This design comes from an exercise in tuning for small area, a short achievable clock period and few clock cycles per item on the open sky130 flow, not from production work. In this exercise RTL edits were held to simulation tests only and were not proved equivalent to the original.

==> flow/design.v, too long to show whole: its modules and the start of the top module <==
// module pu24_alu: 220 lines
// module pu24_r4step: 26 lines
// module pu24_bmul: 1751 lines
// module pu24_add34: 184 lines
// module pu24_add72: 442 lines
module pu24_alu (
    input  wire        clk,
    input  wire        rst,
    input  wire        in_valid,
    output wire        in_ready,
    input  wire [1:0]  in_op,
    input  wire [31:0] in_a,
    input  wire [31:0] in_b,
    output reg         out_valid,
    output reg  [31:0] out_word,
    output reg  [3:0]  out_res,
    output reg         out_div0
);
  // ...
==> flow/flow/run.sh <==
#!/bin/bash
# Layout flow: the standard ORFS flow (standard.sh, with the standard
# synthesis unchanged), with repair_timing asked to leave extra setup slack
# (SETUP_SLACK_MARGIN from flow/margin.txt) so that the layout is timed for
# a shorter period than the design's clock. The SDC is not changed.
set -euo pipefail
MARGIN=$(cat flow/margin.txt)
sed "s|\"\${@:-finish}\"|SETUP_SLACK_MARGIN=$MARGIN \"\${@:-finish}\"|" standard.sh > standard_margin.sh
bash standard_margin.sh > standard.log 2>&1
==> flow/flow/margin.txt <==
14.5
==> flow/standard.sh <==
#!/bin/bash
# synth_recipe.tcl (not shown) runs the flow's synth.tcl, then flattens the netlist and writes it again
# the make line also repeats each setting of config.mk as NAME=value (left out here)
make -C /OpenROAD-flow-scripts/flow DESIGN_CONFIG=/design/flow/config.mk WORK_HOME=/design/flow/orfs CLKGATE_MAP_FILE= SYNTH_SCRIPT=/design/flow/synth_recipe.tcl "${@:-finish}"
==> flow/config.mk <==
export PLATFORM = sky130hd
export DESIGN_NAME = pu24_alu
export DESIGN_NICKNAME = pu24_alu
export VERILOG_FILES = /design/flow/design.v
export SDC_FILE = /design/flow/constraint.sdc
export NUM_CORES = 4
export LEC_CHECK = 0
export ABC_CLOCK_PERIOD_IN_PS = 5000
export CAP_MARGIN = 20
export CORE_MARGIN = 2
export CORE_UTILIZATION = 45
export SLEW_MARGIN = 20
==> flow/constraint.sdc <==
create_clock -name core_clock -period 20.0 [get_ports {clk}]
set_input_delay 4.0000 -clock core_clock [delete_from_list [all_inputs] [get_ports {clk}]]
set_output_delay 4.0000 -clock core_clock [all_outputs]
set_load 0.01 [all_outputs]
==> summary.txt, run 1 <==
die height 340.2 µm; GR Layer Usage met1 0.4108; Tmin final 5382 ps; Top Usage Layer GRT met2; starting DRC count in detailed routing about 4300; io pins 108; r2r setup slk 14680 ps; DR top layer met5; Hold Slack 331.5 ps; status finished clean; DPL Wire Length 122200 µm; buffering overhead 0.03398; Area-dominant class multi-input combinational cells; GPL Wtd Cong 0.9312; sequential area share after synthesis 0.1838; Worst setup SP type input pin; Inserted Diodes 1; largest delay contributor family on the critical path compound AO/OA/AOI/OAI gates; Buffers excl. clock 215; Mapped Area 0.05087 mm²; Async SR Flop Fraction 0; Hold Vio Cnt, Final 0; top cells by area, synth fa_1 (23%), dfxtp_1 (12%), xnor2_1 (8.5%); Worst slew margin 0.2599; most frequent cells in the layout inv_1 (792), fa_1 (572), a22oi_1 (517); max frequency 0.1858 GHz; cts hold-fix bufs 0; Finished Core Util 0.4900; syn_nets 6614; Worst Hold End out_div0$_DFF_P_; Hold Path Origin f_div0$_SDFF_PN0_; setup TNS 0 ps; Post-synth EDFFs roughly 110; top-area cell type share of the netlist area 0.2251; # Post-CTS Setup Buffers 1; met2 wire len between 70000 and 80000 µm; Final period util 0.2691; post-synthesis mux area share 0.009175
Testbench counts, summed over its fixed seeds: cycles 8,833, items 4,800.
==> run 2, diff against run 1 <==
--- a/flow/config.mk
+++ b/flow/config.mk
@@ -11,2 +11,4 @@
 export CORE_UTILIZATION = 45
+export CTS_CLUSTER_DIAMETER = 100
+export CTS_CLUSTER_SIZE = 25
 export SLEW_MARGIN = 20
==> run 2 against run 1 <==
Final cell count is 0.54% lower. Flip-flop and latch count stayed put. Synthesized cell count stayed put. Sequential share of layout area rose by 0.24 points. Worst hold slack better by 11 ps. Clock-buffer cell count fell by 36. Synthesized area stayed put. Global-route usage fell by 0.20 points. Critical endpoint unchanged. Highest routed layer unchanged.
==> summary.txt, run 2 <==
Mapped Area 0.05087 mm² (unchanged); GR Overflow Total 0 (unchanged); DPL Wire Length 122200 µm (unchanged); drt wl/cell 24.83 µm (was 24.79 µm); Top Registers acc (72), s1 (64), f_x (49) (unchanged); Least-Margin Pin Slew 1076 ps (was 1110 ps); vias in the first global route 42131 (was 42402); Routed WL 173800 µm (was 174500 µm); status finished clean (unchanged); Port Buffer Count 107 (unchanged); Post-Layout Inst Area 0.05430 mm² (was 0.05505 mm²); CTS Buffer Depth 3 (unchanged); initial antenna violation count 6 (was 4); cts hold-fix bufs 0 (unchanged); most frequent cells in the layout inv_1 (792), fa_1 (572), a22oi_1 (517) (unchanged); synthesized flop and latch total 413 (unchanged); starting DRC count in detailed routing 4517 (was 4282); CTS Buf Count 28 (was 49); Die Wd 340.2 µm (unchanged); count leader, synth inv_1 (unchanged); Clk pin slew, worst setup/hold paths 100 ps (was 60 ps); most frequent cell on the critical path a21oi_1 (unchanged); first-pass GRT wire length 262200 µm (was 263300 µm); GPL Wtd Cong 0.9312 (unchanged); cells after synthesis 5649 (unchanged); Hold WC Path Type flop to flop (unchanged); Tmin final 5423 ps (was 5382 ps); Worst setup SP type input pin (unchanged); Die ar. 0.1157 mm² (unchanged); Synth area leader fa_1 (unchanged); CTS tree yes (unchanged); critical path type input pin to flop (unchanged); Commonest cells post-synth inv_1 (792), fa_1 (572), a22oi_1 (517), xnor2_1 (492), xor2_1 (328) (unchanged); fill count 10839 (was 10762); syn_area_per_cell 9.005 µm² (unchanged); fin. max-slew vios 0 (unchanged); via count 41963 (was 42182); Final period util 0.2711 (was 0.2691); Slowest Stage Delay on Critical Path 500 ps (about the same); Worst slew margin 0.2827 (was 0.2599); Buf+Inv Stages, Crit Path 1 (unchanged); placed inst area 0.05315 mm² (unchanged); Largest Register acc (unchanged); RSZ-0062 raised after global routing yes (unchanged); setup TNS 0 ps (unchanged); Rows 123 (unchanged); clock skew 34.51 ps (was 38.26 ps); synthesis-to-finish area growth 6.754% (was 8.213%); Initial Util 0.4528 (unchanged); Slowest-stage cell, CP clkdlybuf4s50_1 (unchanged); sequential area share after synthesis 0.1838 (unchanged); commonest non-fill, non-tap cell in the layout inv_1 (unchanged); WP data required 20580 ps (was 20510 ps); Clk Latency, worst-skew pair 690 ps (was 660 ps); CP Capture Type flop (unchanged); Avg Vias per Cell 5.995 (was 5.993); max frequency 0.1844 GHz (was 0.1858 GHz); CTS root buffer clkbuf_16 (unchanged); top-area cell type share of the netlist area 0.2251 (unchanged); Crit. path cell count 8 (unchanged); Hold Vio Cnt, Final 0 (unchanged); core area 0.1123 mm² (unchanged); largest net degree at the start of global routing 95 (unchanged); cells on worst reg2reg path 20 (unchanged); syn_nets 6614 (unchanged); share of cells above drive strength 1 0.05001 (was 0.05671); Post-synth EDFFs 108 (unchanged); crit path DAT 6000 ps (was 5900 ps); yosys warns 1 (unchanged); io pins 108 (unchanged); Final ANT Viol Nets 0 (unchanged); worst-path cell chain clkdlybuf4s50_1 > or3_1 > o32ai_2 > o311ai_0 > a21oi_1 > o21ai_0 > a21oi_1 > a21oi_1 (was clkdlybuf4s50_1 > or3_4 > o32ai_4 > o311ai_0 > a21oi_1 > o21ai_0 > a21oi_1 > a21oi_1); H-Tree Depth 1 (was 2); count of final setup violators 0 (unchanged); All-Layer GR Usage 0.2957 (was 0.2977); DRT Pass-1 Iters 7 (unchanged); Crit Path Max Fanout 6 (was 5); WHS Path Cells 0 (unchanged); DRC 0 (unchanged); max cap viols 0 (unchanged); Final nets 6442 (was 6464); commonest register cell after synthesis dfxtp_1 (unchanged); Async SR Flop Fraction 0 (unchanged); largest delay contributor family on the critical path compound AO/OA/AOI/OAI gates (unchanged); die height 340.2 µm (unchanged); max reg flops 72 (unchanged); top cells by area, synth fa_1 (23%), dfxtp_1 (12%), xnor2_1 (8.5%) (unchanged); clock sink count 413 (unchanged); Distinct cells, synth 82 (unchanged)
==> run 2: path summary, 6_finish.rpt <==
check / startpoint / slack (ps) / end
max reg2reg: a0[31]$_DFF_P_ / 14650 / s1[23]$_DFF_P_
min: f_div0$_SDFF_PN0_ / 340 / out_div0$_DFF_P_
min reg2reg: f_div0$_SDFF_PN0_ / 340 / out_div0$_DFF_P_
max: in_a[9] / 14580 / a_rs[0]$_DFF_P_
==> run 2: metal layers <==
layer	GRT usage	wire [µm]	up-vias
li1	-	-	18611
met5	0	13	-
met4	0.1108	7892	2
met3	0.06775	18260	506
met1	0.4109	73300	20536
met2	0.4488	74330	2308
==> run 2: logic make-up after synthesis <==
group | Yosys count | synth area share
DFF | 413 | 0.1838
xor gates and xnor gates | 820 | 0.1412
buffers and inverters | 1216 | 0.09020
AOI/OAI and AO/OA | 1391 | 0.1893
and+or+nand+nor | 869 | 0.08159
muxes | 44 | 0.009175
adders and majority gates | 896 | 0.3048
==> run 2: area by class of cell <==
cell class / count / area [µm²] / share of cell area
diodes: 1 / 2.502 / 0.00004608
clock inverters: 18 / 314.1 / 0.005783
clock buffers: 34 / 726.9 / 0.01339
well taps: 1500 / 1877 / 0.03456
repair buffers: 214 / 1858 / 0.03421
multi-input cells: 4021 / 37140 / 0.6839
inverters: 799 / 2999 / 0.05523
flip-flops and latches: 413 / 9390 / 0.1729
==> run 2: worst reg2reg max path: cells and delay by family, from the launching register on <==
kind                       cells  cell delay [ps]
DFF                            1              340
muxes                          1              290
AOI/OAI and AO/OA             10             2620
buffers and inverters          4              880
adders and majority gates      4              990
xor gates and xnor gates       1              180
==> run 2: per-stage QoR <==
| step | hold WS (ps) | worst slack [ps] | cells | util |
|---|---|---|---|---|
| after detailed placement | 324.0 | 13630 | 6945 | 0.4731 |
| after global placement | 320.8 | 13620 | 6945 | 0.4731 |
| after global routing | 354.1 | 14390 | 6999 | 0.4834 |
| after floorplan | 309.6 | 14560 | 5649 | - |
| after CTS | 349.4 | 14430 | 6998 | 0.4823 |
| final | 342.1 | 14580 | 7000 | 0.4834 |
==> run 2: what timing repair did <==
action                                  CTS  global route
gates cloned                              0             1
buffers inserted                          1             0
resized for setup                        54            34
endpoints found under the setup margin   90            60
pin swaps                                 1             8
==> run 3, diff against run 2 <==
==> flow/flow/run.sh (replaced) <==
#!/bin/bash
set -euo pipefail
MARGIN=$(cat flow/margin.txt)
DONT_USE=$(cat flow/dont_use.txt)
bash standard.sh synth > standard_synth.log 2>&1
sed "s|\"\${@:-finish}\"|SETUP_SLACK_MARGIN=$MARGIN \"DONT_USE_CELLS=$DONT_USE\" \"\${@:-finish}\"|" standard.sh > standard_margin.sh
bash standard_margin.sh > standard.log 2>&1
==> flow/flow/dont_use.txt (new file) <==
sky130_fd_sc_hd__probe_p_8 sky130_fd_sc_hd__probec_p_8 sky130_fd_sc_hd__lpflow_* sky130_fd_sc_hd__clkdlybuf4s* sky130_fd_sc_hd__dlygate* sky130_fd_sc_hd__dlymetal*
==> run 3 against run 2 <==
Worst hold slack lost 3.2 ps. First-iteration DRC count decreased by 2.9%. Via count fell by 0.20%. Largest cell class unchanged. Final cell count about the same. Maximum frequency increased by 0.41%. Cell area fell by 1.6%. Worst setup slack improved by 22 ps. Register-to-register slack got worse by 50 ps.
==> summary.txt, run 3 <==
Rows 123 (unchanged); fill count 10944 (was 10839); DPL Wire Length 126800 µm (was 122200 µm); Finished Core Util 0.4755 (was 0.4834); yosys warns 1 (unchanged); Top Registers acc (72), s1 (64), f_x (49) (unchanged); Final ANT Viol Nets 0 (unchanged); crit path DAT 6000 ps (about the same); clock sink count 413 (unchanged); GR Overflow Total 0 (unchanged); Mapped Area 0.05087 mm² (unchanged); Synth area leader fa_1 (unchanged); CTS Buffer Depth 3 (unchanged); CTS tree yes (unchanged); most frequent cells in the layout inv_1 (792), fa_1 (572), a22oi_1 (517) (unchanged); GPL Wtd Cong 0.9430 (was 0.9312); Slowest Stage Delay on Critical Path 560 ps (was 500 ps); max reg flops 72 (unchanged); Clk pin slew, worst setup/hold paths 100 ps (about the same); cells after synthesis 5649 (unchanged); Hold Slack 339.0 ps (was 342.1 ps); Crit Path Max Fanout 22 (was 6); Inserted Diodes 0 (was 1); cts hold-fix bufs 0 (unchanged); Async SR Flop Fraction 0 (unchanged); critical path type flop to flop (was input pin to flop); Least-Margin Pin Slew 1213 ps (was 1076 ps); Largest Register acc (unchanged); drt wl/cell 24.83 µm (about the same); syn_nets 6614 (unchanged); Avg Vias per Cell 5.978 (was 5.995); Buf+Inv Stages, Crit Path 3 (was 1); Post-synth EDFFs 108 (unchanged); CP Capture Type flop (unchanged); Hold Vio Cnt, Final 0 (unchanged); largest net degree at the start of global routing 66 (was 95); synthesis-to-finish area growth 5.023% (was 6.754%); commonest register cell after synthesis dfxtp_1 (unchanged); die height 340.2 µm (unchanged); top cells by area, synth fa_1 (23%), dfxtp_1 (12%), xnor2_1 (8.5%) (unchanged); share of cells above drive strength 1 0.04722 (was 0.05001); Slowest-stage cell, CP dfxtp_4 (was clkdlybuf4s50_1); All-Layer GR Usage 0.2966 (was 0.2957); count of final setup violators 0 (unchanged); initial antenna violation count 4 (was 6); Clk Latency, worst-skew pair 670 ps (was 690 ps); via count 41879 (was 41963); Final nets 6451 (was 6442); Distinct cells, synth 82 (unchanged); Die ar. 0.1157 mm² (unchanged); Initial Util 0.4528 (unchanged); count leader, synth inv_1 (unchanged); Hold WC Path Type flop to flop (unchanged); most frequent cell on the critical path ha_1 (was a21oi_1); setup TNS 0 ps (unchanged); Port Buffer Count 107 (unchanged); RSZ-0062 raised after global routing yes (unchanged); commonest non-fill, non-tap cell in the layout inv_1 (unchanged); starting DRC count in detailed routing 4388 (was 4517); clock skew 31.90 ps (was 34.51 ps); WP data required 20600 ps (was 20580 ps); FF+latch area 0.009397 mm² (was 0.009390 mm²); synthesized flop and latch total 413 (unchanged); worst-path cell chain inv_1 > ha_1 > ha_1 > xnor2_1 > ha_1 > inv_1 > ha_1 > a21o_1 > a21oi_1 > o21ai_1 > a2111oi_4 > buf_1 > mux2_2 > a221oi_1 > o21ai_0 > o21ai_1 > o21ai_1 > o22ai_1 > a21o_1 (was clkdlybuf4s50_1 > or3_1 > o32ai_2 > o311ai_0 > a21oi_1 > o21ai_0 > a21oi_1 > a21oi_1); Tmin final 5400 ps (was 5423 ps); PnR worst setup slack 14600 ps (was 14580 ps); CTS Buf Count 27 (was 28); DRT Pass-1 Iters 9 (was 7); DRC 0 (unchanged); Routed WL 173900 µm (was 173800 µm); pre-CTS setup slack 13610 ps (was 13630 ps); syn_area_per_cell 9.005 µm² (unchanged); H-Tree Depth 1 (unchanged); status finished clean (unchanged); largest delay contributor family on the critical path compound AO/OA/AOI/OAI gates (unchanged); Multi-input gate area 0.03715 mm² (was 0.03714 mm²); first-pass GRT wire length 263700 µm (was 262200 µm); fin. max-slew vios 0 (unchanged); core area 0.1123 mm² (unchanged); sequential area share after synthesis 0.1838 (unchanged); max frequency 0.1852 GHz (was 0.1844 GHz); Commonest cells post-synth inv_1 (792), fa_1 (572), a22oi_1 (517), xnor2_1 (492), xor2_1 (328) (unchanged); CTS root buffer clkbuf_16 (unchanged); top-area cell type share of the netlist area 0.2251 (unchanged); Die Wd 340.2 µm (unchanged); max cap viols 0 (unchanged); Final period util 0.2700 (was 0.2711); vias in the first global route 42141 (was 42131); Worst setup SP type flop (was input pin); io pins 108 (unchanged); Worst slew margin 0.1916 (was 0.2827)
[run 3: cell types whose count changed in the layout (fill, tap and decap cells not counted), moves of 3 or more]
| cell | previous run | this run |
|---|---|---|
| buf_1 | 0 | 134 |
| buf_2 | 0 | 55 |
| buf_4 | 103 | 19 |
| clkbuf_2 | 0 | 7 |
| clkbuf_4 | 1 | 8 |
| clkdlybuf4s50_1 | 61 | 0 |
| dfxtp_1 | 276 | 271 |
| dfxtp_2 | 27 | 32 |
| dlygate4sd2_1 | 41 | 0 |
| dlymetal6s2s_1 | 5 | 0 |
| inv_12 | 0 | 3 |
| o21ai_0 | 218 | 225 |
| o21ai_1 | 14 | 8 |
[run 3: final timing paths]
check | cells after the start | from | slack, ps | to
worst max-delay path | 19 | a0[31]$_DFF_P_ | 14600 | s1[23]$_DFF_P_
worst min-delay path | 0 | f_div0$_SDFF_PN0_ | 340 | out_div0$_DFF_P_
worst max register to register | 19 | a0[31]$_DFF_P_ | 14600 | s1[23]$_DFF_P_
worst min register to register | 0 | f_div0$_SDFF_PN0_ | 340 | out_div0$_DFF_P_
[run 3: per-layer routing]
layer / global-route usage / up-vias / wire, µm
met4: 0.1026 / 4 / 6580
met5: 0.004085 / - / 77
met3: 0.07624 / 427 / 18850
li1: - / 18649 / -
met1: 0.4055 / 20574 / 73330
met2: 0.4548 / 2225 / 75100
[run 3: what timing repair did]
item | 4_1_cts | 5_1_grt
gates resized for setup | 21 | 39
setup buffers | 9 | 5
pin swaps | 2 | 2
endpoints found under the setup margin | 119 | 73
gates cloned | 2 | 0
[run 3: stage by stage]
stage               cells  instance area, µm²
finish               7006               53420
global route         7006               53420
CTS                  7001               53290
detailed placement   6941               52200
global placement     6941               52190
floorplan            5649               50880
[run 3: area by class of cell]
| type | instances | area share |
|---|---|---|
| clock buffers | 34 | 0.01354 |
| clock inverters | 15 | 0.004731 |
| flip-flops and latches | 413 | 0.1759 |
| inverters | 799 | 0.05616 |
| repair buffers | 223 | 0.01913 |
| multi-input cells | 4022 | 0.6954 |
| well taps | 1500 | 0.03513 |
[run 3: cells by family after synthesis]
family | share of synthesized area
mux | 0.009175
buf+inv | 0.09020
fa+ha+maj | 0.3048
compound gates | 0.1893
xor+xnor | 0.1412
simple gates | 0.08159
flops | 0.1838
[run 3: worst register-to-register path: cells and delay by family, from the launching register on]
family | cells | cell delay, ps
buf+inv | 3 | 490
xor+xnor | 1 | 130
mux | 1 | 330
fa+ha+maj | 4 | 1040
flops | 1 | 560
compound gates | 10 | 2780
==> run 4, diff against run 3 <==
==> flow/flow/margin.txt (replaced) <==
14.7
==> run 4 against run 3 <==
Still clean. First-iteration DRC count down 0.34%. Final cell count about the same. Worst hold slack improved by 14 ps. Synthesized area stayed put. Cell area rose by 0.77%. Synthesized cell count unchanged. Non-clock buffer count up 1. Maximum frequency increased by 2.9%.
==> summary.txt, run 4 <==
Avg Vias per Cell 5.943 (was 5.978); Hold WC Path Type flop to flop (unchanged); critical path type flop to output pin (was flop to flop); RR Startpoint b_one[1]$_DFF_P_ (was a0[31]$_DFF_P_); r2r setup slk 14780 ps (was 14600 ps); share of cells above drive strength 1 0.05514 (was 0.04722); GR Layer Usage met1 0.4159 (was 0.4055); synthesis-to-finish area growth 5.834% (was 5.023%); Final period util 0.2624 (was 0.2700); pre-CTS setup slack 13530 ps (was 13610 ps); Inserted Diodes 0 (unchanged); Buf+Inv Stages, Crit Path 1 (was 3); Hold Vio Cnt, Final 0 (unchanged); H-Tree Depth 1 (unchanged); Die Wd 340.2 µm (unchanged); CTS tree yes (unchanged); sequential area share after synthesis 0.1838 (unchanged); PnR worst setup slack 14750 ps (was 14600 ps); starting DRC count in detailed routing 4373 (was 4388); worst-path cell chain buf_6 (was inv_1 > ha_1 > ha_1 > xnor2_1 > ha_1 > inv_1 > ha_1 > a21o_1 > a21oi_1 > o21ai_1 > a2111oi_4 > buf_1 > mux2_2 > a221oi_1 > o21ai_0 > o21ai_1 > o21ai_1 > o22ai_1 > a21o_1); WP data required 16000 ps (was 20600 ps); initial antenna violation count 4 (unchanged); RSZ-0062 raised after global routing yes (unchanged); Top Usage Layer GRT met2 (unchanged); Routed WL 175200 µm (was 173900 µm); largest delay contributor family on the critical path flip-flops (was compound AO/OA/AOI/OAI gates); Mapped Area 0.05087 mm² (unchanged); CP Capture Type output pin (was flop); DPL Wire Length 127800 µm (was 126800 µm); cells on worst reg2reg path 15 (was 19); most frequent cells in the layout inv_1 (789), fa_1 (571), a22oi_1 (517) (was inv_1 (792), fa_1 (572), a22oi_1 (517)); Die ar. 0.1157 mm² (unchanged); GR Overflow Total 0 (unchanged); largest net degree at the start of global routing 93 (was 66); Clk pin slew, worst setup/hold paths 90 ps (was 100 ps); All-Layer GR Usage 0.2989 (was 0.2966); Rows 123 (unchanged); Synth area leader fa_1 (unchanged); Worst Hold End out_div0$_DFF_P_ (unchanged); Final ANT Viol Nets 0 (unchanged); commonest register cell after synthesis dfxtp_1 (unchanged); max frequency 0.1906 GHz (was 0.1852 GHz); DRC 0 (unchanged); io pins 108 (unchanged); status finished clean (unchanged); drt wl/cell 24.98 µm (was 24.83 µm); Worst setup SP type flop (unchanged); core area 0.1123 mm² (unchanged); CTS Buf Count 30 (was 27); Tmin final 5248 ps (was 5400 ps); clock skew 30.73 ps (was 31.90 ps); first-pass GRT wire length 265200 µm (was 263700 µm); Initial Util 0.4528 (unchanged); commonest non-fill, non-tap cell in the layout inv_1 (unchanged); Final nets 6455 (was 6451); met3 GRT Util 0.06496 (was 0.07624); cts hold-fix bufs 0 (unchanged); Commonest cells post-synth inv_1 (792), fa_1 (572), a22oi_1 (517), xnor2_1 (492), xor2_1 (328) (unchanged); crit path DAT 1250 ps (was 6000 ps); yosys warns 1 (unchanged); synthesized flop and latch total 413 (unchanged); Hold Slack 353.1 ps (was 339.0 ps); met2 Track Usage GR 0.4578 (was 0.4548); Crit Path Max Fanout 2 (was 22); placed cells 6937 (was 6941); Top Registers acc (72), s1 (64), f_x (49) (unchanged); cells after synthesis 5649 (unchanged); Port Buffer Count 107 (unchanged); CTS root buffer clkbuf_16 (unchanged); max reg flops 72 (unchanged); DRT Pass-1 Iters 6 (was 9); via count 41676 (was 41879); clock sink count 413 (unchanged); CTS Buffer Depth 3 (unchanged); syn_nets 6614 (unchanged); Finished Layout Cells 7013 (was 7006); top-area cell type share of the netlist area 0.2251 (unchanged); syn_area_per_cell 9.005 µm² (unchanged); Worst slew margin 0.2383 (was 0.1916); Worst R2R End d_b[26]$_DFFE_PP_ (was s1[23]$_DFF_P_); GPL Wtd Cong 0.9496 (was 0.9430); top cells by area, synth fa_1 (23%), dfxtp_1 (12%), xnor2_1 (8.5%) (unchanged); fin. max-slew vios 0 (unchanged); Slowest Stage Delay on Critical Path 430 ps (was 560 ps); die height 340.2 µm (unchanged); Slowest-stage cell, CP dfxtp_4 (unchanged); Post-synth EDFFs 108 (unchanged); vias in the first global route 41783 (was 42141); Distinct cells, synth 82 (unchanged); Least-Margin Pin Slew 1114 ps (was 1213 ps); count of final setup violators 0 (unchanged); Largest Register acc (unchanged); Async SR Flop Fraction 0 (unchanged); max cap viols 0 (unchanged); setup TNS 0 ps (unchanged); count leader, synth inv_1 (unchanged); Clk Latency, worst-skew pair 700 ps (was 670 ps); Hold Path Origin f_div0$_SDFF_PN0_ (unchanged); WHS Path Cells 0 (unchanged)
run 4: through the flow:
step                      area (µm²)    util
after floorplan                50930       -
after global placement         52210  0.4647
after detailed placement       52220  0.4648
after CTS                      53550  0.4766
after global routing           53840  0.4792
final                          53840  0.4792
run 4: repair_timing:
item	CTS	global route
cloned	1	1
gates resized for setup	45	76
pin swaps	2	5
endpoints found under the setup margin	151	95
setup buffers	11	7
run 4: final cells by class:
| type | count | area, µm² |
|---|---|---|
| clock inverters | 21 | 379.1 |
| fillers | 10837 | 58510 |
| multi-input cells | 4022 | 37260 |
| flip-flops and latches | 413 | 9424 |
| repair buffers | 224 | 1125 |
| well taps | 1500 | 1877 |
| clock buffers | 34 | 765.7 |
| inverters | 799 | 3007 |
run 4: routing by layer:
metal  wire length (µm)  up-vias
met3              16910      384
met2              75660     2047
met5                  0        -
met1              75640    20607
li1                   -    18638
met4               6970        0
run 4: cell families after synthesis:
kind of cell	Yosys count	share of synthesized area
simple gates	869	0.08159
compound gates	1391	0.1893
fa+ha+maj	896	0.3048
mux	44	0.009175
flops	413	0.1838
xor+xnor	820	0.1412
buf+inv	1216	0.09020
run 4: worst max-delay path by stage:
stage / from / endpoint / slack [ps] / depth (start not counted)
CTS: a0[31]$_DFF_P_ / s1[23]$_DFF_P_ / 14690 / 18
global route: a0[15]$_DFF_P_ / d_sg$_DFFE_PP_ / 14630 / 19
detailed placement: a0[31]$_DFF_P_ / s1[23]$_DFF_P_ / 13530 / 18
finish: rdy$_SDFFE_PP1P_ / in_ready / 14750 / 1
floorplan: in_b[18] / b_rs[0]$_DFF_P_ / 14640 / 8
global placement: a0[31]$_DFF_P_ / s1[23]$_DFF_P_ / 13620 / 18
==> run 5, diff against run 4 <==
==> flow/flow/margin.txt (replaced) <==
14.9
==> run 5 against run 4 <==
Die area unchanged. Non-clock buffer count increased by 13. Highest routed layer is now met5. Clock-buffer cell count increased by 1. Global-route usage hardly changed. Largest cell class unchanged. Worst hold slack worse by 26 ps. First-iteration DRC count increased by 5.8%. Register-to-register slack improved by 160 ps.
==> summary.txt, run 5 <==
met2 Track Usage GR 0.4608 (was 0.4578); count leader, synth inv_1 (unchanged); Top Usage Layer GRT met2 (unchanged); largest delay contributor family on the critical path flip-flops (unchanged); cts hold-fix bufs 0 (unchanged); CP Capture Type output pin (unchanged); syn_area_per_cell 9.005 µm² (unchanged); sequential area share after synthesis 0.1838 (unchanged); CTS tree yes (unchanged); GR Overflow Total 0 (unchanged); Avg Vias per Cell 5.962 (was 5.943); Tmin final 5196 ps (was 5248 ps); Worst slew margin 0.2239 (was 0.2383); Final period util 0.2598 (was 0.2624); Hold WC Path Type flop to flop (unchanged); Die ar. 0.1157 mm² (unchanged); WP data required 16000 ps (about the same); Slowest Stage Delay on Critical Path 420 ps (was 430 ps); count of final setup violators 0 (unchanged); Hold Vio Cnt, Final 0 (unchanged); clock sink count 413 (unchanged); synthesis-to-finish area growth 6.781% (was 5.834%); Post-Synth XOR/XNOR Area 0.1412 (unchanged); via count 41874 (was 41676); Routed WL 176300 µm (was 175200 µm); status finished clean (unchanged); GR Layer Usage met1 0.4211 (was 0.4159); met3 GRT Util 0.05708 (was 0.06496); RSZ-0062 raised after global routing yes (unchanged); Synth area leader fa_1 (unchanged); Die Wd 340.2 µm (unchanged); top-area cell type share of the netlist area 0.2251 (unchanged); Post-synth EDFFs 108 (unchanged); crit path launch rdy$_SDFFE_PP1P_ (unchanged); Worst setup SP type flop (unchanged); syn_nets 6614 (unchanged); initial antenna violation count 7 (was 4); GPL Wtd Cong 0.9646 (was 0.9496); H-Tree Depth 1 (unchanged); CTS Buffer Depth 3 (unchanged); Post-Layout Inst Area 0.05432 mm² (was 0.05384 mm²); Final ANT Viol Nets 0 (unchanged); DRC 0 (unchanged); placed cells 6941 (was 6937); Buf+Inv Stages, Crit Path 1 (unchanged); drt wl/cell 25.11 µm (was 24.98 µm); worst-path cell chain buf_6 (unchanged); post-synthesis mux area share 0.009175 (unchanged); Distinct cells, synth 82 (unchanged); Slowest-stage cell, CP dfxtp_4 (unchanged); share of cells above drive strength 1 0.07515 (was 0.05514); All-Layer GR Usage 0.2989 (about the same); starting DRC count in detailed routing 4627 (was 4373); critical path type flop to output pin (unchanged); max reg flops 72 (unchanged); Crit. path cell count 1 (unchanged); placed inst area 0.05224 mm² (was 0.05222 mm²); vias in the first global route 42036 (was 41783); DRT Pass-1 Iters 8 (was 6); fin. max-slew vios 0 (unchanged); top cells by area, synth fa_1 (23%), dfxtp_1 (12%), xnor2_1 (8.5%) (unchanged); CTS root buffer clkbuf_16 (unchanged); max frequency 0.1925 GHz (was 0.1906 GHz); RR Startpoint a0[28]$_DFF_P_ (was b_one[1]$_DFF_P_); Mapped Area 0.05087 mm² (unchanged); clock skew 34.21 ps (was 30.73 ps); setup TNS 0 ps (unchanged); CTS Buf Count 27 (was 30); Async SR Flop Fraction 0 (unchanged); Rows 123 (unchanged); Port Buffer Count 107 (unchanged); r2r setup slk 14940 ps (was 14780 ps); DPL Wire Length 128000 µm (was 127800 µm); yosys warns 1 (unchanged); Post-Synth Simple-Gate Area 0.08159 (unchanged); die height 340.2 µm (unchanged); cells on worst reg2reg path 14 (was 15); synthesized flop and latch total 413 (unchanged); commonest register cell after synthesis dfxtp_1 (unchanged); largest family of logic cells by synthesized area adder cells (unchanged); core area 0.1123 mm² (unchanged); max cap viols 0 (unchanged); fill count 10793 (was 10837); Worst R2R End d_b[31]$_DFFE_PP_ (was d_b[26]$_DFFE_PP_); largest net degree at the start of global routing 93 (unchanged); Clk Latency, worst-skew pair 670 ps (was 700 ps); cells after synthesis 5649 (unchanged); most frequent cells in the layout inv_1 (788), fa_1 (571), a22oi_1 (517) (was inv_1 (789), fa_1 (571), a22oi_1 (517)); crit path DAT 1200 ps (was 1250 ps); Initial Util 0.4528 (unchanged); first-pass GRT wire length 265200 µm (about the same); Top Registers acc (72), s1 (64), f_x (49) (unchanged); post-synthesis compound-gate area fraction 0.1893 (unchanged); Clk pin slew, worst setup/hold paths 110 ps (was 90 ps); Hold Slack 326.9 ps (was 353.1 ps); Largest Register acc (unchanged); Crit Path Max Fanout 2 (unchanged); Worst setup endpoint in_ready (unchanged); Commonest cells post-synth inv_1 (792), fa_1 (572), a22oi_1 (517), xnor2_1 (492), xor2_1 (328) (unchanged); Synth Area in Adders 0.3048 (unchanged); io pins 108 (unchanged); Final nets 6466 (was 6455); Finished Layout Cells 7023 (was 7013); commonest non-fill, non-tap cell in the layout inv_1 (unchanged); Least-Margin Pin Slew 1164 ps (was 1114 ps)
## run 5: area by class of cell
type	instances	area [µm²]	share of cell area
clock inverter	15	305.3	0.005620
multi-input combinational	4023	37410	0.6887
clock buffer	35	725.7	0.01336
inverter	799	3020	0.05561
antenna	1	2.502	0.00004607
sequential	413	9487	0.1746
tap	1500	1877	0.03455
timing repair buffer	237	1491	0.02746
## run 5: worst min path at each step
stage	startpoint	endpoint	slack [ps]	cells after the start
finish	f_div0$_SDFF_PN0_	out_div0$_DFF_P_	330	0
global route	f_div0$_SDFF_PN0_	out_div0$_DFF_P_	350	0
CTS	f_div0$_SDFF_PN0_	out_div0$_DFF_P_	340	0
detailed placement	f_div0$_SDFF_PN0_	out_div0$_DFF_P_	330	0
global placement	f_div0$_SDFF_PN0_	out_div0$_DFF_P_	310	0
floorplan	f_div0$_SDFF_PN0_	out_div0$_DFF_P_	310	0
## run 5: what timing repair did
action / in CTS / in global routing
setup endpoints to repair: 239 / 142
buffers inserted: 12 / 16
pin swaps: 4 / 26
cloned: 1 / 2
gates resized for setup: 163 / 159
## run 5: per-layer routing
| layer | vias up | routed length (µm) |
|---|---|---|
| li1 | 18700 | - |
| met1 | 20596 | 76250 |
| met2 | 2146 | 76430 |
| met3 | 428 | 16750 |
| met4 | 4 | 6864 |
| met5 | - | 32 |
## run 5: cell families after synthesis
| kind of cell | after synthesis |
|---|---|
| compound gates | 1391 |
| buf+inv | 1216 |
| fa+ha+maj | 896 |
| simple gates | 869 |
| xor+xnor | 820 |
| flops | 413 |
| mux | 44 |
## run 5: worst register-to-register path, cell delays in order, from the launching register on
cell	delay, ps
dfxtp_1	650
buf_4	500
a22oi_1	170
xor2_1	190
fa_1	490
fa_1	590
inv_1	60
fa_1	490
inv_1	60
fa_1	410
fa_1	520
inv_1	50
fa_1	460
nand2_1	70
o21ai_0	110
## run 5: metrics by stage
| stage | util | setup slack, ps |
|---|---|---|
| floorplan | - | 14640 |
| global route | 0.4835 | 14760 |
| global placement | 0.4650 | 13760 |
| finish | 0.4835 | 14800 |
| CTS | 0.4784 | 14740 |
| detailed placement | 0.4650 | 13690 |
==> run 6, diff against run 5 <==
==> flow/flow/margin.txt (replaced) <==
14.8
==> run 6 against run 5 <==
Final cell count barely moved. Worst hold slack better by 19 ps. Sequential share of layout area about the same. Register-to-register slack got worse by 120 ps. Utilization shrank 0.30 points. Still clean. Clock-buffer cell count down 2. Die area unchanged.
==> summary.txt, run 6 <==
clock sink count 413 (unchanged); clock skew 41.00 ps (was 34.21 ps); FF+latch area 0.009437 mm² (was 0.009487 mm²); syn_area_per_cell 9.005 µm² (unchanged); Hold Vio Cnt, Final 0 (unchanged); initial antenna violation count 5 (was 7); Avg Vias per Cell 5.962 (about the same); Multi-input gate area 0.03733 mm² (was 0.03741 mm²); setup TNS 0 ps (unchanged); Top Registers acc (72), s1 (64), f_x (49) (unchanged); Routed WL 175900 µm (was 176300 µm); commonest non-fill, non-tap cell in the layout inv_1 (unchanged); WP data required 20410 ps (was 16000 ps); count of final setup violators 0 (unchanged); All-Layer GR Usage 0.2980 (was 0.2989); Worst slew margin 0.2616 (was 0.2239); DPL Wire Length 127500 µm (was 128000 µm); Die Wd 340.2 µm (unchanged); syn_nets 6614 (unchanged); largest net degree at the start of global routing 96 (was 93); synthesized flop and latch total 413 (unchanged); most frequent cell on the critical path fa_1; count leader, synth inv_1 (unchanged); Final period util 0.2589 (was 0.2598); CP Capture Type flop (was output pin); CTS Buffer Depth 3 (unchanged); Post-synth EDFFs 108 (unchanged); DRT Pass-1 Iters 9 (was 8); yosys warns 1 (unchanged); Hold WC Path Type flop to flop (unchanged); Least-Margin Pin Slew 1096 ps (was 1164 ps); Initial Util 0.4528 (unchanged); placed inst area 0.05224 mm² (about the same); cells after synthesis 5649 (unchanged); Port Buffer Count 107 (unchanged); Distinct cells, synth 82 (unchanged); top-area cell type share of the netlist area 0.2251 (unchanged); first-pass GRT wire length 264500 µm (was 265200 µm); share of cells above drive strength 1 0.06016 (was 0.07515); die height 340.2 µm (unchanged); CTS Buf Count 28 (was 27); Rows 123 (unchanged); Clk Latency, worst-skew pair 690 ps (was 670 ps); CTS root buffer clkbuf_16 (unchanged); Mapped Area 0.05087 mm² (unchanged); Post-Layout Inst Area 0.05398 mm² (was 0.05432 mm²); starting DRC count in detailed routing 4547 (was 4627); core area 0.1123 mm² (unchanged); H-Tree Depth 1 (unchanged); max frequency 0.1931 GHz (was 0.1925 GHz); io pins 108 (unchanged); max reg flops 72 (unchanged); status finished clean (unchanged); fin. max-slew vios 0 (unchanged); Async SR Flop Fraction 0 (unchanged); top cells by area, synth fa_1 (23%), dfxtp_1 (12%), xnor2_1 (8.5%) (unchanged); most frequent cells in the layout inv_1 (790), fa_1 (571), a22oi_1 (517) (was inv_1 (788), fa_1 (571), a22oi_1 (517)); RSZ-0062 raised after global routing yes (unchanged); crit path DAT 5580 ps (was 1200 ps); largest delay contributor family on the critical path adder cells (was flip-flops); Largest Register acc (unchanged); max cap viols 0 (unchanged); commonest register cell after synthesis dfxtp_1 (unchanged); sequential area share after synthesis 0.1838 (unchanged); GPL Wtd Cong 0.9571 (was 0.9646); Worst setup SP type flop (unchanged); GR Overflow Total 0 (unchanged); fill count 10799 (was 10793); Tmin final 5178 ps (was 5196 ps); synthesis-to-finish area growth 6.120% (was 6.781%); Buf+Inv Stages, Crit Path 4 (was 1); Slowest Stage Delay on Critical Path 1020 ps (was 420 ps); drt wl/cell 25.06 µm (was 25.11 µm); Crit Path Max Fanout 23 (was 2); Die ar. 0.1157 mm² (unchanged); via count 41862 (was 41874); CTS tree yes (unchanged); Synth area leader fa_1 (unchanged); Final nets 6463 (was 6466); Slowest-stage cell, CP dfxtp_1 (was dfxtp_4); critical path type flop to flop (was flop to output pin); Commonest cells post-synth inv_1 (792), fa_1 (572), a22oi_1 (517), xnor2_1 (492), xor2_1 (328) (unchanged); vias in the first global route 41906 (was 42036); Final ANT Viol Nets 0 (unchanged); Clk pin slew, worst setup/hold paths 110 ps (about the same); worst-path cell chain inv_2 > xnor2_1 > fa_1 > inv_1 > fa_1 > inv_1 > fa_1 > fa_1 > inv_1 > fa_1 > nand2_1 > o21ai_0 (was buf_6); DRC 0 (unchanged)
==> run 6: cell counts after synthesis <==
No cell type changed its count.
==> run 6: what timing repair did <==
action	in CTS	in global routing
pin swaps	4	15
endpoints found under the setup margin	184	101
setup buffers	12	16
resized for setup	79	114
endpoints found under the hold margin	0	0
cloned	2	2
hold buffers	0	0
==> run 6: layer usage <==
layer  GRT usage  vias to the layer above  wire length, µm
met3     0.06144                      410            18150
met2      0.4573                     2362            76440
met1      0.4151                    20410            74310
met4      0.1088                        2             7029
li1            -                    18678                -
met5           0                        -               13
==> run 6: layout make-up <==
type                            instances  share of cell area
Timing Repair Buffer                  233             0.02383
Clock buffer                           33             0.01333
Multi-Input combinational cell       4023              0.6915
Inverter                              799             0.05579
Sequential cell                       413              0.1748
Clock inverter                         18            0.005841
Antenna cell                            2          0.00009271
Tap cell                             1500             0.03477
==> run 6: cell families (layout without fill, tap and decap cells) <==
family,after synthesis,count (layout),share of synthesized area
and+or+nand+nor,869,871,0.08159
adders and majority gates,896,896,0.3048
xor gates and xnor gates,820,820,0.1412
DFF,413,413,0.1838
AOI/OAI and AO/OA,1391,1392,0.1893
other,0,2,0
muxes,44,44,0.009175
buffers and inverters,1216,1083,0.09020
==> run 6: metrics by stage <==
| step | hold slack, ps | util | worst slack, ps | cells |
|---|---|---|---|---|
| final | 345.8 | 0.4805 | 14820 | 7021 |
| after global routing | 358.2 | 0.4805 | 14780 | 7019 |
| after CTS | 345.5 | 0.4766 | 14680 | 7001 |
| after detailed placement | 319.2 | 0.4650 | 13480 | 6936 |
| after global placement | 314.4 | 0.4649 | 13590 | 6936 |
| after floorplan | 309.6 | - | 14640 | 5649 |
==> run 6: path summary, 6_finish.rpt <==
check / from / to / slack, ps / depth (start not counted)
hold reg to reg: f_div0$_SDFF_PN0_ / out_div0$_DFF_P_ / 350 / 0
setup / recovery: b_neg[11]$_DFF_P_ / d_b[26]$_DFFE_PP_ / 14820 / 12
hold / removal: f_div0$_SDFF_PN0_ / out_div0$_DFF_P_ / 350 / 0
setup reg to reg: b_neg[11]$_DFF_P_ / d_b[26]$_DFFE_PP_ / 14820 / 12
==> module pu24_alu, before the edit <==
module pu24_alu (
    input  wire        clk,
    input  wire        rst,
    input  wire        in_valid,
    output wire        in_ready,
    input  wire [1:0]  in_op,
    input  wire [31:0] in_a,
    input  wire [31:0] in_b,
    output reg         out_valid,
    output reg  [31:0] out_word,
    output reg  [3:0]  out_res,
    output reg         out_div0
);
    localparam OP_MUL  = 2'd0;
    localparam OP_MACS = 2'd1;
    localparam OP_MACA = 2'd2;
    localparam OP_DIV  = 2'd3;
    localparam [31:0] MAXW = 32'h7FFF_FFFF;
    localparam [31:0] MINW = 32'h8000_0001;
    function [5:0] lzc32;
        input [31:0] v;
        reg [15:0] v1; reg [15:0] c1;
        reg [7:0]  v2; reg [15:0] c2;
        reg [3:0]  v3; reg [11:0] c3;
        reg [1:0]  v4; reg [7:0]  c4;
        integer i;
        begin
            for (i = 0; i < 16; i = i + 1) begin
                v1[i] = v[2*i+1] | v[2*i];
                c1[i] = ~v[2*i+1];
            end
            for (i = 0; i < 8; i = i + 1) begin
                v2[i] = v1[2*i+1] | v1[2*i];
                c2[2*i+:2] = v1[2*i+1] ? {1'b0, c1[2*i+1]} : {1'b1, c1[2*i]};
            end
            for (i = 0; i < 4; i = i + 1) begin
                v3[i] = v2[2*i+1] | v2[2*i];
                c3[3*i+:3] = v2[2*i+1] ? {1'b0, c2[4*i+2+:2]} : {1'b1, c2[4*i+:2]};
            end
            for (i = 0; i < 2; i = i + 1) begin
                v4[i] = v3[2*i+1] | v3[2*i];
                c4[4*i+:4] = v3[2*i+1] ? {1'b0, c3[6*i+3+:3]} : {1'b1, c3[6*i+:3]};
            end
            lzc32 = (v4[1] | v4[0]) ? (v4[1] ? {2'b00, c4[7:4]} : {2'b01, c4[3:0]}) : 6'd32;
        end
    endfunction
    reg        rdy;
    reg        v0;
    reg [1:0]  op0;
    reg [31:0] a0;
    reg [31:0] b0;
    reg [15:0] b_one;     
    reg [15:0] b_two;
    reg [15:0] b_neg;
    reg [5:0]  a_rs;      
    reg [5:0]  b_rs;      
    assign in_ready = rdy;
    wire accept = in_valid & rdy;
    wire [32:0] in_bx = {in_b, 1'b0};
    reg  [15:0] in_one, in_two, in_neg;
    integer k;
    always @* begin
        for (k = 0; k < 16; k = k + 1) begin
            in_one[k] = in_bx[2*k+1] ^ in_bx[2*k];
            in_two[k] = (in_bx[2*k+2] & ~in_bx[2*k+1] & ~in_bx[2*k]) |
                        (~in_bx[2*k+2] & in_bx[2*k+1] & in_bx[2*k]);
            in_neg[k] = in_bx[2*k+2];
        end
    end
    wire [71:0] ms, mc;
    pu24_bmul u_mul (.a(a0), .one(b_one), .two(b_two), .neg(b_neg), .s(ms), .c(mc));
    reg        v1;
    reg [1:0]  op1;
    reg        maca1;     
    reg [71:0] s1;
    reg [71:0] c1;
    reg  [71:0] acc;
    reg         acc_z;       
    wire [71:0] acc_sel = (maca1 && !acc_z) ? acc : 72'd0;
    wire [71:0] cs_s = acc_sel ^ s1 ^ c1;
    wire [71:0] cs_c = (acc_sel & s1) | (acc_sel & c1) | (s1 & c1);
    wire [71:0] x;
    wire        x_co;
    pu24_add72 u_x (.a(cs_s), .b({cs_c[70:0], 1'b0}), .cin(1'b0), .s(x), .cout(x_co));
    wire [22:0] zt = cs_s[22:0] ^ {cs_c[21:0], 1'b0};
    wire [22:0] zk = {cs_s[21:0] | {cs_c[20:0], 1'b0}, 1'b0};
    wire        x_st = |(zt ^ zk);
    reg        f_v;
    reg [71:23] f_x;
    reg        f_st;
    reg        f_div0;
    reg        d_run;
    reg [3:0]  d_cnt;
    reg        d_neg;
    wire [31:0] d_r = s1[31:0];       
    wire [31:0] d_q = s1[63:32];      
    wire [31:0] d_b = c1[31:0];       
    reg        d_early;   
    reg        d_bz;
    reg        d_sg;      
    reg        d_zr;      
    wire        d_start = v0 & (op0 == OP_DIV);
    wire [31:0] a_mag = a0[31] ? (~a0 + 32'd1) : a0;
    wire [31:0] b_mag = b0[31] ? (~b0 + 32'd1) : b0;
    wire        s_bz  = (b0 == 32'd0);
    wire        s_az  = (a0 == 32'd0);
    wire        s_ovf = ({7'd0, a_mag[31:7]} >= b_mag);
    wire [6:0]  s_m   = {1'b0, a_rs} + {6'd0, ~a0[31]} + 7'd5 - {1'b0, b_rs};
    wire        s_q0  = ~s_m[6] & (s_m[5:0] >= 6'd32);    
    wire [3:0]  s_j   = s_m[6] ? 4'd0 : s_m[4:1];
    wire [63:0] s_w   = {7'd0, a_mag, 25'd0} << {s_j, 1'b0};
    wire        s_early = s_bz | s_ovf | s_q0;
    wire [33:0] st2;
    pu24_r4step u_st1 (.r(d_r), .nb(d_q[31:30]), .b(d_b), .qr(st2));
    wire [31:0] qn  = {d_q[29:0], st2[33:32]};
    wire        f_s    = f_x[71];
    wire        f_hov  = f_s ? ~(&f_x[70:55]) : (|f_x[70:55]);
    wire        f_c    = f_x[23] & (~f_s | f_st);
    wire [31:0] f_h    = f_x[55:24];
    wire        h_max  = (f_h == 32'h7FFF_FFFF);
    wire        h_min  = (f_h == 32'h8000_0000);
    wire        h_ones = (f_h == 32'hFFFF_FFFF);
    wire        sat    = f_hov | (~f_s & h_max & f_c) | (f_s & h_min & ~f_c);
    wire [31:0] w      = f_h + {31'd0, f_c};
    function [7:0] csa15;        
        input [3:0] p, q, r;
        reg   [3:0] m;
        begin
            m = (p & q) | (p & r) | (q & r);
            csa15 = {m[2:0], m[3], p ^ q ^ r};
        end
    endfunction
    wire [7:0] r1a = csa15(f_h[3:0],   f_h[7:4],   f_h[11:8]);
    wire [7:0] r1b = csa15(f_h[15:12], f_h[19:16], f_h[23:20]);
    wire [7:0] r1c = csa15(f_h[27:24], f_h[31:28], {3'd0, f_c});
    wire [7:0] r2a = csa15(r1a[3:0], r1a[7:4], r1b[3:0]);
    wire [7:0] r2b = csa15(r1b[7:4], r1c[3:0], r1c[7:4]);
    wire [7:0] r3a = csa15(r2a[3:0], r2a[7:4], r2b[3:0]);
    wire [7:0] r4a = csa15(r3a[3:0], r3a[7:4], r2b[7:4]);
    wire [4:0] rs  = r4a[3:0] + r4a[7:4];
    wire [3:0] rf  = rs[3:0] + {3'd0, rs[4]};      
    wire [3:0] wm  = ((h_ones & f_c) || rf == 4'd15) ? 4'd0 : rf;
    always @(posedge clk) begin
        if (rst) begin
            rdy       <= 1'b1;
            v0        <= 1'b0;
            v1        <= 1'b0;
            f_v       <= 1'b0;
            out_valid <= 1'b0;
            acc_z     <= 1'b1;
            d_run     <= 1'b0;
            d_early   <= 1'b0;
        end else begin
            v0 <= accept;
            if (accept && in_op == OP_DIV)
                rdy <= 1'b0;
            else if ((d_start && (s_early || s_j >= 4'd14)) || (d_run && d_cnt == 4'd13))
                rdy <= 1'b1;
            v1 <= v0 & (op0 != OP_DIV);
            if (v1 && op1 != OP_MUL)
                acc_z <= 1'b0;
            d_early <= d_start & s_early;
            if (d_start && !s_early)
                d_run <= 1'b1;
            else if (d_run && d_cnt == 4'd15)
                d_run <= 1'b0;
            f_v <= v1 | d_early | (d_run && d_cnt == 4'd15);
            out_valid <= f_v;
        end
        op0 <= in_op;
        a0  <= in_a;
        b0  <= in_b;
        b_one <= in_one;
        b_two <= in_two;
        b_neg <= in_neg;
        a_rs  <= lzc32({in_a[31:1] ^ in_a[30:0], 1'b1});
        b_rs  <= lzc32({in_b[31:1] ^ in_b[30:0], 1'b1});
        op1 <= op0;
        maca1 <= (op0 == OP_MACA);
        s1[71:64] <= ms[71:64];
        c1[71:32] <= mc[71:32];
        if (d_start) begin
            s1[63:0]  <= {s_w[31:0], s_w[63:32]};
            c1[31:0]  <= b_mag;
        end else if (v0) begin
            s1[63:0]  <= ms[63:0];
            c1[31:0]  <= mc[31:0];
        end else begin
            s1[63:0]  <= {qn, st2[31:0]};
        end
        if (v1 && op1 != OP_MUL)
            acc <= x;
        if (d_start) begin
            d_neg <= a0[31] ^ b0[31];
            d_bz  <= s_bz;
            d_sg  <= s_bz ? a0[31] : (s_ovf & (a0[31] ^ b0[31]));
            d_zr  <= s_bz ? s_az : s_q0;
        end
        if (d_start)
            d_cnt <= s_j;
        else
            d_cnt <= d_cnt + 4'd1;
        if (d_early) begin
            f_x    <= {d_sg, {16{~d_sg & ~d_zr}}, 32'd0};
            f_st   <= 1'b0;
            f_div0 <= d_bz;
        end else if (d_run) begin
            f_x    <= {{17{d_neg}}, qn[31:1] ^ {31{d_neg}}, qn[0] ^ d_neg};
            f_st   <= d_neg;
            f_div0 <= 1'b0;
        end else begin
            f_x    <= x[71:23];
            f_st   <= x_st;
            f_div0 <= 1'b0;
        end
        out_word <= sat ? (f_s ? MINW : MAXW) : w;
        out_res  <= sat ? (f_s ? 4'd9 : 4'd7) : wm;
        out_div0 <= f_div0;
    end
endmodule
==> run 7, diff against run 6 <==
--- a/flow/design.v
+++ b/flow/design.v
@@ -46,2 +46,17 @@
     endfunction
+    function atmost1;
+        input [30:0] v;
+        reg [31:0] o1, o2;    
+        integer i, w;
+        begin
+            o1 = {1'b0, v};
+            o2 = 32'd0;
+            for (w = 1; w < 32; w = w * 2)
+                for (i = 0; i < 32; i = i + 2 * w) begin
+                    o2[i] = o2[i] | o2[i+w] | (o1[i] & o1[i+w]);
+                    o1[i] = o1[i] | o1[i+w];
+                end
+            atmost1 = ~o2[0];
+        end
+    endfunction
     reg        rdy;
@@ -56,2 +71,3 @@
     reg [5:0]  b_rs;      
+    reg        a_p2;      
     assign in_ready = rdy;
@@ -107,3 +123,3 @@
     wire        s_ovf = ({7'd0, a_mag[31:7]} >= b_mag);
-    wire [6:0]  s_m   = {1'b0, a_rs} + {6'd0, ~a0[31]} + 7'd5 - {1'b0, b_rs};
+    wire [6:0]  s_m   = {1'b0, a_rs} + {6'd0, ~a_p2} + 7'd5 - {1'b0, b_rs};
     wire        s_q0  = ~s_m[6] & (s_m[5:0] >= 6'd32);    
@@ -177,2 +193,3 @@
         b_rs  <= lzc32({in_b[31:1] ^ in_b[30:0], 1'b1});
+        a_p2  <= in_a[31] & atmost1(in_a[31:1] ^ in_a[30:0]);
         op1 <= op0;
==> flow/flow/margin.txt (replaced) <==
14.5
==> run 7 against run 6 <==
Critical path type is now input pin to flop. Wire length fell by 0.73%. Clock skew fell by 2.9 ps. Still clean. Non-clock buffer count fell by 23.
==> summary.txt, run 7 <==
count leader, synth inv_1 (unchanged); Clk pin slew, worst setup/hold paths 110 ps (about the same); Hold WC Path Type flop to flop (unchanged); setup TNS 0 ps (unchanged); largest net degree at the start of global routing 90 (was 96); initial antenna violation count 2 (was 5); count of final setup violators 0 (unchanged); largest family of logic cells by synthesized area adder cells (unchanged); clock skew 38.12 ps (was 41.00 ps); GPL Wtd Cong 0.9560 (was 0.9571); Clk Latency, worst-skew pair 670 ps (was 690 ps); Final ANT Viol Nets 0 (unchanged); Worst slew margin 0.1864 (was 0.2616); Port Buffer Count 107 (unchanged); die height 343.2 µm (was 340.2 µm); critical path type input pin to flop (was flop to flop); share of cells above drive strength 1 0.05135 (was 0.06016); clock sink count 414 (was 413); Rows 124 (was 123); All-Layer GR Usage 0.2945 (was 0.2980); CTS tree yes (unchanged); core area 0.1142 mm² (was 0.1123 mm²); max reg flops 72 (unchanged); commonest non-fill, non-tap cell in the layout inv_1 (unchanged); Largest Register acc (unchanged); PnR worst setup slack 14480 ps (was 14820 ps); post-synthesis mux area share 0.01099 (was 0.009175); max cap viols 0 (unchanged); fin. max-slew vios 0 (unchanged); syn_nets 6738 (was 6614); vias in the first global route 43074 (was 41906); DRC 0 (unchanged); status finished clean (unchanged); most frequent cells in the layout inv_1 (800), fa_1 (572), a22oi_1 (522) (was inv_1 (790), fa_1 (571), a22oi_1 (517)); drt wl/cell 24.52 µm (was 25.06 µm); io pins 108 (unchanged); syn_area_per_cell 8.970 µm² (was 9.005 µm²); top cells by area, synth fa_1 (22%), dfxtp_1 (12%), xnor2_1 (8.6%) (was fa_1 (23%), dfxtp_1 (12%), xnor2_1 (8.5%)); Distinct cells, synth 98 (was 82); cells after synthesis 5773 (was 5649); pre-CTS setup slack 13280 ps (was 13480 ps); CTS Buffer Depth 3 (unchanged); Post-Synth XOR/XNOR Area 0.1387 (was 0.1412); Worst setup SP type input pin (was flop); RSZ-0062 raised after global routing yes (unchanged); DRT Pass-1 Iters 8 (was 9); Avg Vias per Cell 5.999 (was 5.962); CTS root buffer clkbuf_16 (unchanged); Post-Synth Simple-Gate Area 0.09005 (was 0.08159); CTS Buf Count 27 (was 28); top-area cell type share of the netlist area 0.2211 (was 0.2251); GR Overflow Total 0 (unchanged); Final period util 0.2760 (was 0.2589); Routed WL 174700 µm (was 175900 µm); H-Tree Depth 1 (unchanged); Async SR Flop Fraction 0 (unchanged); Die Wd 343.2 µm (was 340.2 µm); synthesis-to-finish area growth 4.857% (was 6.120%); sequential area share after synthesis 0.1809 (was 0.1838); commonest register cell after synthesis dfxtp_1 (unchanged); Crit Path Max Fanout 9 (was 23); Top Registers acc (72), s1 (64), f_x (49) (unchanged); WP data required 20610 ps (was 20410 ps); max frequency 0.1811 GHz (was 0.1931 GHz); Final nets 6554 (was 6463); r2r setup slk 14570 ps (was 14820 ps); Least-Margin Pin Slew 1219 ps (was 1096 ps); Synth Area in Adders 0.2998 (was 0.3048); first-pass GRT wire length 266600 µm (was 264500 µm); Mapped Area 0.05178 mm² (was 0.05087 mm²); DPL Wire Length 129300 µm (was 127500 µm); via count 42723 (was 41862); Tmin final 5521 ps (was 5178 ps); synthesized flop and latch total 414 (was 413); Hold Vio Cnt, Final 0 (unchanged); starting DRC count in detailed routing 4338 (was 4547); Synth area leader fa_1 (unchanged); crit path DAT 6130 ps (was 5580 ps); Commonest cells post-synth inv_1 (804), fa_1 (572), a22oi_1 (522), xnor2_1 (507), ha_1 (324) (was inv_1 (792), fa_1 (572), a22oi_1 (517), xnor2_1 (492), xor2_1 (328)); Die ar. 0.1178 mm² (was 0.1157 mm²); yosys warns 1 (unchanged); post-synthesis compound-gate area fraction 0.1892 (was 0.1893); CP Capture Type flop (unchanged); Initial Util 0.4535 (was 0.4528); cts hold-fix bufs 0 (unchanged); Post-synth EDFFs 108 (unchanged)
-- run 7: cell count changes after synthesis, moves of 13 or more --
cell | before | now
xor2_1 | 328 | 313
o21ai_0 | 230 | 199
nand2_1 | 290 | 309
a31oi_1 | 17 | 30
a21o_1 | 82 | 66
nand4_1 | 29 | 52
nor2_1 | 185 | 208
xnor2_1 | 492 | 507
-- run 7: metrics by stage --
stage | cells | utilization | hold WS [ps] | instance area, µm²
2_1_floorplan | 5773 | - | 309.6 | 51850
4_1_cts | 7112 | 0.4735 | 336.0 | 54060
3_3_place_gp | 7061 | 0.4642 | 316.3 | 53010
3_5_place_dp | 7062 | 0.4644 | 315.4 | 53020
6_report | 7122 | 0.4755 | 331.4 | 54300
5_1_grt | 7121 | 0.4755 | 348.4 | 54300
-- run 7: cell type report --
type,count,area [µm²]
Fill cell,11178,59890
Multi-Input combinational cell,4125,37940
Sequential cell,414,9422
Inverter,811,3050
Tap cell,1512,1892
Timing Repair Buffer,210,1041
Clock buffer,33,698.2
Clock inverter,16,257.7
Antenna cell,1,2.502
-- run 7: worst paths after layout --
path,to,startpoint,depth (start not counted)
max,a_p2$_DFF_P_,in_a[28],10
min,out_div0$_DFF_P_,f_div0$_SDFF_PN0_,0
max reg2reg,d_b[31]$_DFFE_PP_,a0[17]$_DFF_P_,13
min reg2reg,out_div0$_DFF_P_,f_div0$_SDFF_PN0_,0
-- run 7: timing repair --
| action | in CTS | in global routing |
|---|---|---|
| setup buffers | 0 | 8 |
| endpoints found under the hold margin | 0 | 0 |
| endpoints found under the setup margin | 104 | 52 |
| cloned | 1 | 0 |
| gates resized for setup | 31 | 75 |
| pin swaps | 4 | 10 |
-- run 7: critical path: stages --
cell and delay [ps]:
clkbuf_4 170, nor2_1 220, o21ai_0 150, o21ai_2 130, o311ai_2 210, a2111oi_2 370, o2111ai_1 190, a2111oi_2 400
o311ai_1 180, nor2_1 120
-- run 7: logic make-up after synthesis --
group / Yosys count
buf+inv: 1235
fa+ha+maj: 898
flops: 414
compound gates: 1391
xor+xnor: 820
simple gates: 961
mux: 54
-- run 7: metal layers --
metal  share of wire  vias to the layer above  GRT usage
li1                -                    19118          -
met1            0.43                    21065     0.4042
met2            0.43                     2113     0.4472
met3            0.11                      425    0.07665
met4           0.041                        2     0.1065
met5        0.000074                        -          0
Testbench counts of run 7, summed over its fixed seeds: cycles 8,737, items 4,800.

port drivers added, routing unchanged:
In the flow no input, the clock included, has a driving cell. The finished layouts below were timed again as built, in two steps. Step 1, drivers: a clkbuf_16 drives clk and a buf_2 each remaining input, both assumed. Step 2 also shifts input and output timing later by t, the mid clock arrival at the registers, as if the neighbouring blocks saw the same clock. a / b / c = ideal / step 1 / step 2; a / b = the first two.
run	t, ns	setup WS [ns]	hold WS [ns]
run 1	0.722	14.618 / 14.618 / 13.948	0.332 / 0.332 / 0.332
run 2	0.741	14.577 / 14.565 / 13.878	0.342 / 0.342 / 0.342
run 3	0.724	14.600 / 14.600 / 14.064	0.339 / 0.339 / 0.339
run 4	0.750	14.752 / 14.683 / 14.153	0.353 / 0.353 / 0.353
run 5	0.721	14.804 / 14.734 / 14.305	0.327 / 0.327 / 0.327
run 6	0.738	14.822 / 14.776 / 14.260	0.346 / 0.346 / 0.346
run 7	0.718	14.479 / 14.518 / 13.800	0.331 / 0.331 / 0.331
After both steps setup and hold are still met in every run listed. The setup slack of run 2, which loses most, moves by -0.012 ns with the drivers and by -0.699 ns with both steps.
